This is an optimization exercise on Yosys and OpenROAD, whose aim is small area, a short achievable clock period and few clock cycles per item, not a production implementation. The RTL was checked by simulation tests, not by an equivalence proof against the original design.

==> job 3647 <==
Design sha256_engine, start of the top module:
module sha256_engine (
    input  wire         clk,
    input  wire         rst,         
    input  wire         msg_valid,
    output reg          msg_ready,
    input  wire [31:0]  msg_data,
    input  wire         msg_first,
    output reg          dig_valid,
    output wire [255:0] dig_data
);
Settings: LEC_CHECK=0, CAP_MARGIN=20, CORE_MARGIN=2, CORE_UTILIZATION=60, SLEW_MARGIN=20; clock period 20.0 ns.
standard.sh (not shown) runs the stock make flow with config.mk's settings and CLKGATE_MAP_FILE= SYNTH_SCRIPT=/design/flow/synth_recipe.tcl, a recipe that flattens the netlist after the stock synthesis.
==> flow/flow/run.sh <==
#!/bin/bash
# The standard layout, with two changes to how it is made:
#  - timing repair aims at a setup slack margin far above zero, so that the
#    resizer works on the paths that set the achieved period;
#  - the port buffers that the standard flow puts on every input and output
#    are buf_2 cells.
# The clock, constraints and every step are otherwise the standard ones.
set -o pipefail
bash standard.sh SETUP_SLACK_MARGIN=14.5 \
    "BUFFER_PORTS_ARGS=-buffer_cell sky130_fd_sc_hd__buf_2" finish > standard.log 2>&1
==> job 7480 (differences from job 3647) <==
--- a/flow/design.v
+++ b/flow/design.v
@@ -7,10 +7,11 @@
     input  wire         msg_first,
     output reg          dig_valid,
     output wire [255:0] dig_data
 );
     localparam [1:0] S_WAIT = 2'd0,   
+                     S_PREP = 2'd1,   
                      S_RUN  = 2'd2,   
                      S_FF   = 2'd3;   
     localparam [31:0] IV0 = 32'h6a09e667, IV1 = 32'hbb67ae85,
                       IV2 = 32'h3c6ef372, IV3 = 32'ha54ff53a,
                       IV4 = 32'h510e527f, IV5 = 32'h9b05688c,
@@ -33,32 +34,35 @@
         32'hd807aa98, 32'hab1c5ed5, 32'h923f82a4, 32'h59f111f1,
         32'h3956c25b, 32'he9b5dba5, 32'hb5c0fbcf, 32'h71374491
     };
     reg  [1:0]   st;
     reg  [5:0]   t;             
-    reg  [3:0]   sc;            
+    reg          pw0;           
+    reg          w0;            
+    reg          fst_nxt;       
+    reg  [6:0]   sc;            
     reg          free;          
     reg          fst_cur;       
     reg          hiv;           
     reg  [31:0]  w [0:15];      
     reg  [31:0]  a, b, c, d, e, f, g, hh;
     reg  [31:0]  kr;            
-    reg  [31:0]  ha [0:3];      
-    reg  [31:0]  he [0:3];      
+    reg  [31:0]  ha [0:4];      
+    reg  [31:0]  he [0:4];      
     reg          run;           
     reg          ff;            
     reg          sched;         
     reg          hstep;         
     reg          take0;         
+    reg          ivload;        
     wire xfer   = msg_valid & msg_ready;
-    wire ivload = xfer & take0 & (msg_first | hiv);
     wire [31:0] w1  = w[1];
     wire [31:0] w14 = w[14];
     wire [31:0] s0w = {w1[6:0], w1[31:7]} ^ {w1[17:0], w1[31:18]} ^ (w1 >> 3);
     wire [31:0] s1w = {w14[16:0], w14[31:17]} ^ {w14[18:0], w14[31:19]} ^ (w14 >> 10);
     wire [31:0] w_next = s1w + w[9] + s0w + w[0];
-    wire [31:0] wt     = w[15];
+    wire [31:0] wt     = w[14];
     wire [31:0] big_s1 = {e[5:0], e[31:6]} ^ {e[10:0], e[31:11]} ^ {e[24:0], e[31:25]};
     wire [31:0] big_s0 = {a[1:0], a[31:2]} ^ {a[12:0], a[31:13]} ^ {a[21:0], a[31:22]};
     wire [31:0] ch     = (e & f) ^ (~e & g);
     wire [31:0] maj    = (a & b) ^ (a & c) ^ (b & c);
     wire [31:0] k_s  = hh ^ kr ^ wt;
@@ -84,79 +88,115 @@
             2'd1: begin iva = IV3; ive = IV7; end    
             2'd2: begin iva = IV2; ive = IV6; end    
             default: begin iva = IV1; ive = IV5; end  
         endcase
     end
-    wire [31:0] sum_a = (fst_cur ? iva : ha[3]) + a;
-    wire [31:0] sum_e = (fst_cur ? ive : he[3]) + e;
+    wire [31:0] sum_a = (fst_cur ? iva : ha[4]) + a;
+    wire [31:0] sum_e = (fst_cur ? ive : he[4]) + e;
     assign dig_data = {ha[0], ha[1], ha[2], ha[3], he[0], he[1], he[2], he[3]};
     integer i;
     reg [1:0] st_n;
     reg [5:0] t_n;
-    reg [3:0] sc_n;
+    reg [6:0] sc_n;
+    reg       pw0_n;
     reg       free_n;
     always @(*) begin
         st_n   = st;
         t_n    = t;
-        sc_n   = sc + 4'd1;
+        pw0_n  = 1'b0;
+        sc_n   = (sc == 7'd79) ? 7'd0 : sc + 7'd1;
         free_n = free & ~xfer;
         case (st)
             S_RUN: begin
                 t_n = t + 6'd1;
                 if (t == 6'd63)
                     st_n = S_FF;
-                else if (t <= 6'd14 && !xfer)
-                    st_n = S_WAIT;
-            end
-            S_FF: st_n = xfer ? S_RUN : S_WAIT;
-            default: if (xfer) st_n = S_RUN;   
+                else if (t <= 6'd13 && !xfer) begin
+                    st_n = S_WAIT;           
+                    sc_n = 7'd0;
+                end
+            end
+            S_FF: begin
+                if (!w0) begin
+                    st_n  = S_WAIT;
+                    pw0_n = 1'b1;
+                    sc_n  = 7'd1;
+                end else if (!xfer) begin
+                    st_n = S_WAIT;           
+                    sc_n = 7'd0;
+                end else
+                    st_n = S_RUN;
+            end
+            S_PREP: begin
+                if (!xfer) begin
+                    st_n = S_WAIT;           
+                    sc_n = 7'd0;
+                end else
+                    st_n = S_RUN;
+            end
+            default: begin   
+                pw0_n = pw0;
+                if (xfer) begin
+                    st_n  = pw0 ? S_PREP : S_RUN;
+                    pw0_n = 1'b0;
+                end
+            end
         endcase
-        if (st_n == S_WAIT && st != S_WAIT)
-            sc_n = 4'd0;
         if (free_n)
-            sc_n = 4'd15;
+            sc_n = 7'd79;
         if (rst) begin
             st_n   = S_WAIT;
             t_n    = 6'd0;
+            pw0_n  = 1'b1;
             free_n = 1'b1;
-            sc_n   = 4'd15;
+            sc_n   = 7'd79;
         end
     end
-    wire run_n = (st_n == S_RUN);
+    wire run_n     = (st_n == S_RUN);
+    wire t63       = run & (t == 6'd63);
+    wire fst_nxt_n = (xfer & take0) ? (msg_first | hiv) : fst_nxt;
+    wire w0_n      = t63 & xfer;
     always @(posedge clk) begin
         st      <= st_n;
         t       <= t_n;
         sc      <= sc_n;
+        pw0     <= pw0_n;
         free    <= free_n;
         run     <= run_n;
         ff      <= (st_n == S_FF);
-        sched   <= run_n & (t_n >= 6'd15) & (t_n <= 6'd62);
+        sched   <= run_n & (t_n >= 6'd14) & (t_n <= 6'd61);
         hstep   <= (run_n & (t_n >= 6'd61)) | (st_n == S_FF);
-        take0   <= (st_n == S_FF) | ((st_n == S_WAIT) & (t_n == 6'd0));
-        msg_ready <= (run_n & (t_n <= 6'd14)) | (st_n == S_FF) |
-                     ((st_n == S_WAIT) & (sc_n == 4'd15));
+        take0   <= (run_n & (t_n == 6'd63)) | ((st_n == S_WAIT) & pw0_n);
+        ivload  <= fst_nxt_n & (((st_n == S_FF) & w0_n) | (st_n == S_PREP));
+        msg_ready <= (run_n & ((t_n <= 6'd13) | (t_n == 6'd63))) |
+                     ((st_n == S_FF) & w0_n) | (st_n == S_PREP) |
+                     ((st_n == S_WAIT) & (sc_n == 7'd79));
         dig_valid <= ~rst & ff;
-        if (xfer & take0)
-            fst_cur <= msg_first | hiv;
+        w0      <= w0_n;
+        fst_nxt <= fst_nxt_n;
+        if (st == S_FF || st == S_PREP)
+            fst_cur <= fst_nxt;
         if (rst)
             hiv <= 1'b1;
         else if (xfer & take0)
             hiv <= 1'b0;
-        if (rst || ff)
+        if (rst || ff || st == S_PREP)
             kr <= 32'h428a2f98;          
         else if (run)
             kr <= KT1[{t, 5'd0} +: 32];
     end
     always @(posedge clk) begin
         for (i = 0; i < 15; i = i + 1)
             w[i] <= w[i+1];
         w[15] <= sched ? w_next : xfer ? msg_data : w[0];
     end
     always @(posedge clk) begin
-        if (hstep) begin
-            ha[0] <= sum_a; ha[1] <= ha[0]; ha[2] <= ha[1]; ha[3] <= ha[2];
-            he[0] <= sum_e; he[1] <= he[0]; he[2] <= he[1]; he[3] <= he[2];
+        ha[0] <= hstep ? sum_a : ha[4];
+        he[0] <= hstep ? sum_e : he[4];
+        for (i = 1; i < 5; i = i + 1) begin
+            ha[i] <= ha[i-1];
+            he[i] <= he[i-1];
         end
     end
     always @(posedge clk) begin
         if (ivload) begin
             {a, b, c, d, e, f, g, hh} <= {IV0, IV1, IV2, IV3, IV4, IV5, IV6, IV7};
==> flow/flow/run.sh (replaced) <==
#!/bin/bash
# The standard layout, with two changes to how it is made:
#  - timing repair aims at a setup slack margin far above zero, so that the
#    resizer works on the paths that set the achieved period;
#  - the port buffers that the standard flow puts on every input and output
#    are buf_1 cells.
# The clock, constraints and every step are otherwise the standard ones.
set -o pipefail
bash standard.sh SETUP_SLACK_MARGIN=14.5 \
    "BUFFER_PORTS_ARGS=-buffer_cell sky130_fd_sc_hd__buf_1" finish > standard.log 2>&1
- CTS_CLUSTER_DIAMETER: not set -> 150
- CTS_CLUSTER_SIZE: not set -> 20
==> notes.md <==
In critical path depth, job 3647 and job 7480 do not differ. Job 7480 completed, yet does not pass: antenna rules. Job 3647 completed with no timing, DRC or antenna violations. Between job 3647 and job 7480, the lower flip-flop and latch count is in job 3647 (gap 71). Against job 7480, the non-clock buffer count of job 3647 is higher by 6. Of job 3647 and job 7480, job 7480 has the higher setup slack (gap 12 ps). In area after synthesis, job 7480 and job 3647 hardly differ. Between job 3647 and job 7480, the lower count of clock-buffer cells in the layout is in job 7480 (gap 75).
Testbench counts of job 3647, summed over its fixed seeds: cycles 104,016, items 1,600.
Testbench counts of job 7480, summed over its fixed seeds: cycles 104,024, items 1,600.

==> re-timing with driven ports <==
In the flow no input, the clock included, has a driving cell. The finished layouts below were timed again as built, in two steps. Step 1 sets driving cells, clkbuf_16 on the clock port and buf_2 on the other inputs (assumed; they add their load-dependent delay and slew). Step 2 adds t to the input delays and takes it off the output delays; t is the mean of the earliest and latest rising clock arrival at the registers after step 1. Input paths then give back, and output paths get back, about the clock's delay inside the block. a / b / c = ideal / step 1 / step 2; a / b = the first two.
run | shift t [ns] | setup WS [ns] | clock arrival spread, ns
job 3647 | 0.780 | 14.523 / 14.449 / 13.985 | 0.049 / 0.050
job 7480 | 0.728 | 14.535 / 14.462 / 13.981 | 0.046 / 0.047
The setup slack of job 7480, which loses most, moves by -0.073 ns with the drivers and by -0.554 ns with both steps.
